What follows belongs to an exercise in optimizing a design on an open flow for small area; a production flow would make more cautious choices.
Where RTL was checked, it was by simulation tests only, not by an equivalence proof against the original.

==> fjord: inputs <==
==> flow/design.v (excerpt) <==
module graft_core (
    input  wire         clk,
    input  wire         rst,             
    input  wire         start,           
    input  wire         op,              
    input  wire         erase,           
    input  wire [255:0] root_key,
    input  wire         root_256,        
    input  wire [7:0]   kind,
    input  wire [63:0]  eui,
    input  wire [7:0]   epoch_rec,       
    input  wire [1:0]   epoch_sc,        
    input  wire         epoch_resolve,   
    output wire         busy,
    output wire         done,
    output wire         nokey,
    output wire [127:0] key_out
);
  function [7:0] xtime;
    input [7:0] b;
    xtime = {b[6:0], 1'b0} ^ (b[7] ? 8'h1b : 8'h00);
  endfunction
  function [7:0] slot_flags;
    input [4:0] r;
    input       k256;
    reg   [4:0] r0;
    begin
      r0 = k256 ? 5'd0 : 5'd4;
      slot_flags = {r >= r0 && r <= 5'd14,
                    r == r0,
                    r == 5'd14,
                    r > r0 && r < 5'd14,
                    r == r0,
  ...
Settings: LEC_CHECK=0, CAP_MARGIN=20, CORE_MARGIN=2, CORE_UTILIZATION=40, GPL_ROUTABILITY_DRIVEN=1, PLACE_DENSITY_LB_ADDON=0.3, SLEW_MARGIN=20; clock period 9.0 ns.
standard.sh (not shown) runs the stock make flow with config.mk's settings and CLKGATE_MAP_FILE= SYNTH_SCRIPT=/design/flow/synth_recipe.tcl, a recipe that flattens the netlist after the stock synthesis.
==> flow/flow/run.sh <==
#!/bin/bash
# Layout flow: the standard ORFS flow (standard.sh) with two changes:
#  - synthesis maps logic with an area-oriented ABC script (flow/abc_area.script)
#    instead of ORFS's delay-oriented one; everything else in the synthesis
#    script (synth_recipe.tcl, hence the registers) is unchanged;
#  - every input and output port still gets a buffer, a buf_1 instead of the
#    clkdlybuf4s50_1 that buffer_ports picks by default;
#  - clock tree synthesis clusters up to 20 flip-flops (60 um across) per
#    clkbuf_8 and inserts no dummy loads.
# Each tool writes its full log under orfs/logs/ (ORFS), and this script's
# own output goes to flow_run.log.
set -euo pipefail
W=$(pwd)
exec > >(tee -a "$W/flow_run.log") 2>&1

{
  echo 'proc abc {args} {'
  echo '  set i [lsearch -exact $args -script]'
  echo "  if {\$i >= 0} { lset args [expr {\$i + 1}] $W/flow/abc_area.script }"
  echo '  yosys abc {*}$args'
  echo '}'
  cat "$W/synth_recipe.tcl"
} > "$W/synth_area.tcl"

sed -e "s#SYNTH_SCRIPT=[^ ]*#SYNTH_SCRIPT=$W/synth_area.tcl BUFFER_PORTS_ARGS='-buffer_cell sky130_fd_sc_hd__buf_1' CTS_ARGS='-sink_clustering_enable -repair_clock_nets -dont_use_dummy_load -sink_clustering_size 16 -sink_clustering_max_diameter 50 -buf_list {sky130_fd_sc_hd__clkbuf_8}'#" \
    "$W/standard.sh" > "$W/standard_area.sh"
grep -n 'make ' "$W/standard_area.sh"
bash "$W/standard_area.sh" > "$W/standard_area.log" 2>&1
echo "flow done"
==> flow/flow/abc_area.script <==
strash
dch -f
amap
strash
dch -f
amap
==> inputs of xenon, as changes to fjord <==
--- a/flow/design.v
+++ b/flow/design.v
@@ -44,39 +44,38 @@
     output wire         nokey,
     output wire [127:0] key_out
 );
   function [7:0] xtime;
     input [7:0] b;
     xtime = {b[6:0], 1'b0} ^ (b[7] ? 8'h1b : 8'h00);
   endfunction
-  function [7:0] slot_flags;
+  function [6:0] slot_flags;
     input [4:0] r;
     input       k256;
     reg   [4:0] r0;
     begin
       r0 = k256 ? 5'd0 : 5'd4;
       slot_flags = {r >= r0 && r <= 5'd14,
                     r == r0,
                     r == 5'd14,
-                    r > r0 && r < 5'd14,
                     r == r0,
                     k256 && r == 5'd1,
                     !k256 || !r[0],
                     r == 5'd19};
     end
   endfunction
   reg         busy_r;
   reg         done_r;
   reg         op_r;
   reg         nokey_pend;   
   reg         k1_valid;
   reg         klen;         
   reg [4:0]   oh;           
   reg [4:0]   rd;           
-  reg         f_aes, f_first, f_last, f_mc, f_plo, f_phi, f_rot, f_fin;
+  reg         f_aes, f_first, f_last, f_plo, f_phi, f_rot, f_fin;
   reg [39:0]  row0;         
   reg [31:0]  row1;
   reg [31:0]  row2;
   reg [31:0]  row3;
   reg [319:0] kreg;         
   reg [127:0] k1r;          
   reg [1:0]   kph;          
@@ -113,40 +112,39 @@
   wire [3:0] phi = {4{f_phi}} & oh[3:0];
   wire [31:0] pword = ({32{plo[0]}} & root_key[255:224]) | ({32{plo[1]}} & root_key[223:192]) |
                       ({32{plo[2]}} & root_key[191:160]) | ({32{plo[3]}} & root_key[159:128]) |
                       ({32{phi[0]}} & root_key[127:96])  | ({32{phi[1]}} & root_key[95:64]) |
                       ({32{phi[2]}} & root_key[63:32])   | ({32{phi[3]}} & root_key[31:0]);
   wire        portw = f_plo || f_phi;
   wire [31:0] diag  = {row0[7:0], row1[7:0], row2[7:0], row3[7:0]};
-  wire [31:0] sb_in = ph0 ? kw8 : diag;
+  wire [31:0] sb_in = ({32{ph0 &&  f_rot}} & {kw8[23:0], kw8[31:24]}) |
+                      ({32{ph0 && !f_rot}} & kw8) |
+                      ({32{!ph0}} & diag);
   wire [31:0] sb_out;
   genvar gi;
   generate
     for (gi = 0; gi < 4; gi = gi + 1) begin : g_sbox
       aes_sbox u_sbox (.a(sb_in[8*gi +: 8]), .y(sb_out[8*gi +: 8]));
     end
   endgenerate
-  wire [31:0] kf    = ({32{ph0 &&  f_rot}} & ({sb_out[23:0], sb_out[31:24]} ^ {rcon, 24'd0})) |
-                      ({32{ph0 && !f_rot}} & sb_out) |
-                      ({32{!ph0}} & kw9);
+  wire [31:0] kf    = ph0 ? (sb_out ^ {f_rot ? rcon : 8'h00, 24'd0}) : kw9;
   wire [31:0] khead = klen ? kw0 : kw5;
   wire [31:0] kin   = pword | ((khead ^ kf) & {32{!portw}});
   wire        lwr  = busy_r && !op_r && f_last && !ph0;        
   wire [31:0] lw_k = ({32{ksel[0]}} & k1r[31:0])  | ({32{ksel[1]}} & k1r[63:32]) |
                      ({32{ksel[2]}} & k1r[95:64]) | ({32{ksel[3]}} & k1r[127:96]);
   wire        ln31 = (ksel[3] & k1r[31]) | (ksel[0] & k1r[63]) |   
                      (ksel[1] & k1r[95]) | (ksel[2] & k1r[127]);
   wire        l3   = oh[4];                                     
   wire [31:0] k1w  = {lw_k[30:0], ln31} ^ {24'd0, l3 & ln31, 4'd0, l3 & ln31, l3 & ln31, 1'b0};
   wire [7:0]  a0 = sb_out[31:24], a1 = sb_out[23:16], a2 = sb_out[15:8], a3 = sb_out[7:0];
-  wire [7:0]  p01 = a0 ^ a1, p12 = a1 ^ a2, p23 = a2 ^ a3;
+  wire [7:0]  p01 = a0 ^ a1, p12 = a1 ^ a2, p23 = a2 ^ a3, p30 = a3 ^ a0;
   wire [7:0]  tt = p01 ^ p23;
-  wire [7:0]  u0 = tt ^ xtime(p01), u1 = tt ^ xtime(p12), xt = xtime(tt);
-  wire [31:0] u = {u0, u1, u0 ^ xt, u1 ^ xt};
-  wire [31:0] col = (f_first ? diag ^ k1w : sb_out) ^ kw9 ^ (u & {32{f_mc}});
+  wire [31:0] u = {tt ^ xtime(p01), tt ^ xtime(p12), tt ^ xtime(p23), tt ^ xtime(p30)};
+  wire [31:0] col = f_first ? diag ^ k1w ^ kw9 : (sb_out ^ kw9) ^ (u & {32{!f_last}});
   wire [1:0] ep_d    = epoch_sc - epoch_rec[1:0];
   wire [7:0] ep_full = !epoch_resolve ? epoch_rec :
                        (ep_d == 2'd3) ? epoch_rec - 8'd1 :
                                         epoch_rec + {6'd0, ep_d};
   wire [127:0] msg  = {8'h01, 8'h59, 8'h4c, kind, 8'h00, eui, ep_full, 8'h00, 8'h80};
   wire [127:0] init = (op && !busy_r) ? msg : 128'd0;
   wire         load = accept || (finish && nokey_pend);
@@ -186,20 +184,20 @@
     end
   end
   always @(posedge clk) begin
     if (busy_r && !rst && !erase) begin
       oh <= {oh[3:0], oh[4]};
       if (oh[4]) begin
         rd <= rd + 5'd1;
-        {f_aes, f_first, f_last, f_mc, f_plo, f_phi, f_rot, f_fin} <= slot_flags(rd + 5'd1, klen);
+        {f_aes, f_first, f_last, f_plo, f_phi, f_rot, f_fin} <= slot_flags(rd + 5'd1, klen);
       end
     end else begin
       oh <= 5'b00001;
       rd <= 5'd0;
-      {f_aes, f_first, f_last, f_mc, f_plo, f_phi, f_rot, f_fin} <= slot_flags(5'd0, root_256);
+      {f_aes, f_first, f_last, f_plo, f_phi, f_rot, f_fin} <= slot_flags(5'd0, root_256);
     end
     if (accept) begin
       op_r       <= op;
       klen       <= root_256;
       nokey_pend <= op && !k1_valid;
       ksel       <= op ? 4'd1 << (2'd2 - kph) : 4'd0;
     end
--- a/flow/flow/run.sh
+++ b/flow/flow/run.sh
@@ -18,12 +18,12 @@
   echo '  set i [lsearch -exact $args -script]'
   echo "  if {\$i >= 0} { lset args [expr {\$i + 1}] $W/flow/abc_area.script }"
   echo '  yosys abc {*}$args'
   echo '}'
   cat "$W/synth_recipe.tcl"
 } > "$W/synth_area.tcl"
 
-sed -e "s#SYNTH_SCRIPT=[^ ]*#SYNTH_SCRIPT=$W/synth_area.tcl BUFFER_PORTS_ARGS='-buffer_cell sky130_fd_sc_hd__buf_1' CTS_ARGS='-sink_clustering_enable -repair_clock_nets -dont_use_dummy_load -sink_clustering_size 16 -sink_clustering_max_diameter 50 -buf_list {sky130_fd_sc_hd__clkbuf_8}'#" \
+sed -e "s#SYNTH_SCRIPT=[^ ]*#SYNTH_SCRIPT=$W/synth_area.tcl BUFFER_PORTS_ARGS='-buffer_cell sky130_fd_sc_hd__buf_1' CTS_ARGS='-sink_clustering_enable -repair_clock_nets -dont_use_dummy_load -sink_clustering_size 20 -sink_clustering_max_diameter 60 -buf_list {sky130_fd_sc_hd__clkbuf_8}'#" \
     "$W/standard.sh" > "$W/standard_area.sh"
 grep -n 'make ' "$W/standard_area.sh"
 bash "$W/standard_area.sh" > "$W/standard_area.log" 2>&1
 echo "flow done"
Settings changed: PLACE_DENSITY_LB_ADDON 0.3 to 0.1.
==> inputs of violet, as changes to fjord <==
--- a/flow/design.v
+++ b/flow/design.v
@@ -44,39 +44,38 @@
     output wire         nokey,
     output wire [127:0] key_out
 );
   function [7:0] xtime;
     input [7:0] b;
     xtime = {b[6:0], 1'b0} ^ (b[7] ? 8'h1b : 8'h00);
   endfunction
-  function [7:0] slot_flags;
+  function [6:0] slot_flags;
     input [4:0] r;
     input       k256;
     reg   [4:0] r0;
     begin
       r0 = k256 ? 5'd0 : 5'd4;
       slot_flags = {r >= r0 && r <= 5'd14,
                     r == r0,
                     r == 5'd14,
-                    r > r0 && r < 5'd14,
                     r == r0,
                     k256 && r == 5'd1,
                     !k256 || !r[0],
                     r == 5'd19};
     end
   endfunction
   reg         busy_r;
   reg         done_r;
   reg         op_r;
   reg         nokey_pend;   
   reg         k1_valid;
   reg         klen;         
   reg [4:0]   oh;           
   reg [4:0]   rd;           
-  reg         f_aes, f_first, f_last, f_mc, f_plo, f_phi, f_rot, f_fin;
+  reg         f_aes, f_first, f_last, f_plo, f_phi, f_rot, f_fin;
   reg [39:0]  row0;         
   reg [31:0]  row1;
   reg [31:0]  row2;
   reg [31:0]  row3;
   reg [319:0] kreg;         
   reg [127:0] k1r;          
   reg [1:0]   kph;          
@@ -113,40 +112,41 @@
   wire [3:0] phi = {4{f_phi}} & oh[3:0];
   wire [31:0] pword = ({32{plo[0]}} & root_key[255:224]) | ({32{plo[1]}} & root_key[223:192]) |
                       ({32{plo[2]}} & root_key[191:160]) | ({32{plo[3]}} & root_key[159:128]) |
                       ({32{phi[0]}} & root_key[127:96])  | ({32{phi[1]}} & root_key[95:64]) |
                       ({32{phi[2]}} & root_key[63:32])   | ({32{phi[3]}} & root_key[31:0]);
   wire        portw = f_plo || f_phi;
   wire [31:0] diag  = {row0[7:0], row1[7:0], row2[7:0], row3[7:0]};
-  wire [31:0] sb_in = ph0 ? kw8 : diag;
+  wire [31:0] sb_in = ({32{ph0 &&  f_rot}} & {kw8[23:0], kw8[31:24]}) |
+                      ({32{ph0 && !f_rot}} & kw8) |
+                      ({32{!ph0}} & diag);
   wire [31:0] sb_out;
   genvar gi;
   generate
     for (gi = 0; gi < 4; gi = gi + 1) begin : g_sbox
       aes_sbox u_sbox (.a(sb_in[8*gi +: 8]), .y(sb_out[8*gi +: 8]));
     end
   endgenerate
-  wire [31:0] kf    = ({32{ph0 &&  f_rot}} & ({sb_out[23:0], sb_out[31:24]} ^ {rcon, 24'd0})) |
-                      ({32{ph0 && !f_rot}} & sb_out) |
-                      ({32{!ph0}} & kw9);
+  wire [31:0] kf    = ph0 ? (sb_out ^ {f_rot ? rcon : 8'h00, 24'd0}) : kw9;
   wire [31:0] khead = klen ? kw0 : kw5;
   wire [31:0] kin   = pword | ((khead ^ kf) & {32{!portw}});
   wire        lwr  = busy_r && !op_r && f_last && !ph0;        
   wire [31:0] lw_k = ({32{ksel[0]}} & k1r[31:0])  | ({32{ksel[1]}} & k1r[63:32]) |
                      ({32{ksel[2]}} & k1r[95:64]) | ({32{ksel[3]}} & k1r[127:96]);
   wire        ln31 = (ksel[3] & k1r[31]) | (ksel[0] & k1r[63]) |   
                      (ksel[1] & k1r[95]) | (ksel[2] & k1r[127]);
   wire        l3   = oh[4];                                     
-  wire [31:0] k1w  = {lw_k[30:0], ln31} ^ {24'd0, l3 & ln31, 4'd0, l3 & ln31, l3 & ln31, 1'b0};
+  wire [31:0] k1d  = {lw_k[30:0], ln31} ^ {24'd0, l3 & ln31, 4'd0, l3 & ln31, l3 & ln31, 1'b0};
+  wire [31:0] k1w  = k1d & {32{op_r}};
   wire [7:0]  a0 = sb_out[31:24], a1 = sb_out[23:16], a2 = sb_out[15:8], a3 = sb_out[7:0];
-  wire [7:0]  p01 = a0 ^ a1, p12 = a1 ^ a2, p23 = a2 ^ a3;
+  wire [7:0]  p01 = a0 ^ a1, p12 = a1 ^ a2, p23 = a2 ^ a3, p30 = a3 ^ a0;
   wire [7:0]  tt = p01 ^ p23;
-  wire [7:0]  u0 = tt ^ xtime(p01), u1 = tt ^ xtime(p12), xt = xtime(tt);
-  wire [31:0] u = {u0, u1, u0 ^ xt, u1 ^ xt};
-  wire [31:0] col = (f_first ? diag ^ k1w : sb_out) ^ kw9 ^ (u & {32{f_mc}});
+  wire [31:0] u = {tt ^ xtime(p01), tt ^ xtime(p12), tt ^ xtime(p23), tt ^ xtime(p30)};
+  wire [31:0] pre = f_first ? diag ^ k1w : sb_out ^ (u & {32{!f_last}});
+  wire [31:0] col = pre ^ kw9;
   wire [1:0] ep_d    = epoch_sc - epoch_rec[1:0];
   wire [7:0] ep_full = !epoch_resolve ? epoch_rec :
                        (ep_d == 2'd3) ? epoch_rec - 8'd1 :
                                         epoch_rec + {6'd0, ep_d};
   wire [127:0] msg  = {8'h01, 8'h59, 8'h4c, kind, 8'h00, eui, ep_full, 8'h00, 8'h80};
   wire [127:0] init = (op && !busy_r) ? msg : 128'd0;
   wire         load = accept || (finish && nokey_pend);
@@ -164,48 +164,48 @@
                     row0[15:8],  row1[7:0],   row2[31:24], row3[23:16],
                     row0[23:16], row1[15:8],  row2[7:0],   row3[31:24],
                     row0[31:24], row1[23:16], row2[15:8],  row3[7:0]};
   always @(posedge clk) begin
     kreg <= {kin, kreg[319:32]};
     k1r  <= {lwr ? col : k1r[31:0], k1r[127:32]};
     kph  <= (lwr && oh[1]) ? 2'd1 : kph + 2'd1;
-    if (ccyc) begin
+    if (load) begin
+      row0 <= init0;
+      row1 <= init1;
+      row2 <= init2;
+      row3 <= init3;
+    end else if (ccyc) begin
       row0 <= {col[31:24], row0[39:8]};
       row1 <= {col[23:16], row1[31:8]};
       row2 <= {col[15:8],  row2[31:8]};
       row3 <= {col[7:0],   row3[31:8]};
-    end else if (load) begin
-      row0 <= init0;
-      row1 <= init1;
-      row2 <= init2;
-      row3 <= init3;
     end else begin
       row0 <= {row0[7:0],  row0[39:8]};
       row1 <= {row1[7:0],  row1[31:8]};
       row2 <= {row2[15:0], row2[31:16]};
       row3 <= {row3[23:0], row3[31:24]};
     end
   end
   always @(posedge clk) begin
-    if (busy_r && !rst && !erase) begin
+    if (busy_r) begin
       oh <= {oh[3:0], oh[4]};
       if (oh[4]) begin
         rd <= rd + 5'd1;
-        {f_aes, f_first, f_last, f_mc, f_plo, f_phi, f_rot, f_fin} <= slot_flags(rd + 5'd1, klen);
+        {f_aes, f_first, f_last, f_plo, f_phi, f_rot, f_fin} <= slot_flags(rd + 5'd1, klen);
       end
     end else begin
       oh <= 5'b00001;
       rd <= 5'd0;
-      {f_aes, f_first, f_last, f_mc, f_plo, f_phi, f_rot, f_fin} <= slot_flags(5'd0, root_256);
+      {f_aes, f_first, f_last, f_plo, f_phi, f_rot, f_fin} <= slot_flags(5'd0, root_256);
     end
     if (accept) begin
       op_r       <= op;
       klen       <= root_256;
       nokey_pend <= op && !k1_valid;
-      ksel       <= op ? 4'd1 << (2'd2 - kph) : 4'd0;
+      ksel       <= 4'd1 << (2'd2 - kph);
     end
     if (rst || erase) begin
       busy_r   <= 1'b0;
       done_r   <= 1'b0;
       k1_valid <= 1'b0;
     end else begin
       done_r <= finish;
--- a/flow/flow/run.sh
+++ b/flow/flow/run.sh
@@ -18,12 +18,12 @@
   echo '  set i [lsearch -exact $args -script]'
   echo "  if {\$i >= 0} { lset args [expr {\$i + 1}] $W/flow/abc_area.script }"
   echo '  yosys abc {*}$args'
   echo '}'
   cat "$W/synth_recipe.tcl"
 } > "$W/synth_area.tcl"
 
-sed -e "s#SYNTH_SCRIPT=[^ ]*#SYNTH_SCRIPT=$W/synth_area.tcl BUFFER_PORTS_ARGS='-buffer_cell sky130_fd_sc_hd__buf_1' CTS_ARGS='-sink_clustering_enable -repair_clock_nets -dont_use_dummy_load -sink_clustering_size 16 -sink_clustering_max_diameter 50 -buf_list {sky130_fd_sc_hd__clkbuf_8}'#" \
+sed -e "s#SYNTH_SCRIPT=[^ ]*#SYNTH_SCRIPT=$W/synth_area.tcl BUFFER_PORTS_ARGS='-buffer_cell sky130_fd_sc_hd__buf_1' CTS_ARGS='-sink_clustering_enable -repair_clock_nets -dont_use_dummy_load -sink_clustering_size 20 -sink_clustering_max_diameter 60 -buf_list {sky130_fd_sc_hd__clkbuf_8}'#" \
     "$W/standard.sh" > "$W/standard_area.sh"
 grep -n 'make ' "$W/standard_area.sh"
 bash "$W/standard_area.sh" > "$W/standard_area.log" 2>&1
 echo "flow done"
==> flow/flow/abc_area.script (replaced) <==
strash
dch -f
amap
Settings changed: PLACE_DENSITY_LB_ADDON 0.3 to 0.1.
==> metrics.md <==
| Metric | Value |
|---|---|
| Outcome | no timing/DRC/antenna violations |
| Number of buffers and inverters on the critical path | 6 |
| Inst Count DP | 3967 |
| Slew HR | 22.47% |
| Worst setup startpoint | oh[0] |
# the run above: fjord

==> metrics.md <==
| Metric | Value |
|---|---|
| Slew HR | approximately 29% |
| Req. time, crit path | approximately 9.5 ns |
| Area Growth Syn to Fin | 21.98% |
| Post-synth top area share | 49.07% |
| Via count | 24630 |
| Outcome | no timing/DRC/antenna violations |
| Register share of the cell area | 41.14% |
| Most frequent cells in the layout | dfxtp_1 (601), buf_1 (475), nand2_1 (356), nor2_1 (351), clkinv_1 (246) |
| Number of buffers and inverters on the critical path | 14 |
| Largest net degree at the start of global routing | 90 |
# the run above: violet

==> metrics.md <==
| Metric | Value |
|---|---|
| Outcome | no timing/DRC/antenna violations |
| Slew HR | 23.50% |
| Setup Viol. Count Final | 0 |
| Worst setup startpoint | oh[0] |
| Worst R2R Setup Slack | 0.56 ns |
| Inst Count DP | ~4100 |
| Top cells by area, synth | dfxtp_1 (49%), o22ai_1 (7.0%), nor2_1 (5.5%) |
| Number of buffers and inverters on the critical path | 12 |
# the run above: xenon

No functional check of the RTL was part of xenon.

==> separate check: timing with driven ports <==
The flow's constraints put no driver on any port. The routed layouts listed below were extracted and timed again, unchanged, in two steps. Step 1: set_driving_cell puts a clkbuf_16 on clk and a buf_2 on each other input, an assumption about the parent block. Step 2 times the ports against the registers' clock, not the clock port: input delays grow and output delays shrink by t, the midpoint of the rising clock arrivals with the driver on. Slacks: no drivers / after step 1 / after step 2; pairs: no drivers / after step 1.
run | t, ns | setup WS [ns] | pins driven straight from the clock port
fjord | 0.720 | 0.608 / 0.608 / 0.608 | 1
xenon | 0.686 | 0.557 / 0.557 / 0.557 | 1
violet | 0.706 | 0.563 / 0.563 / 0.563 | 1
After both steps every run listed still meets setup and hold.
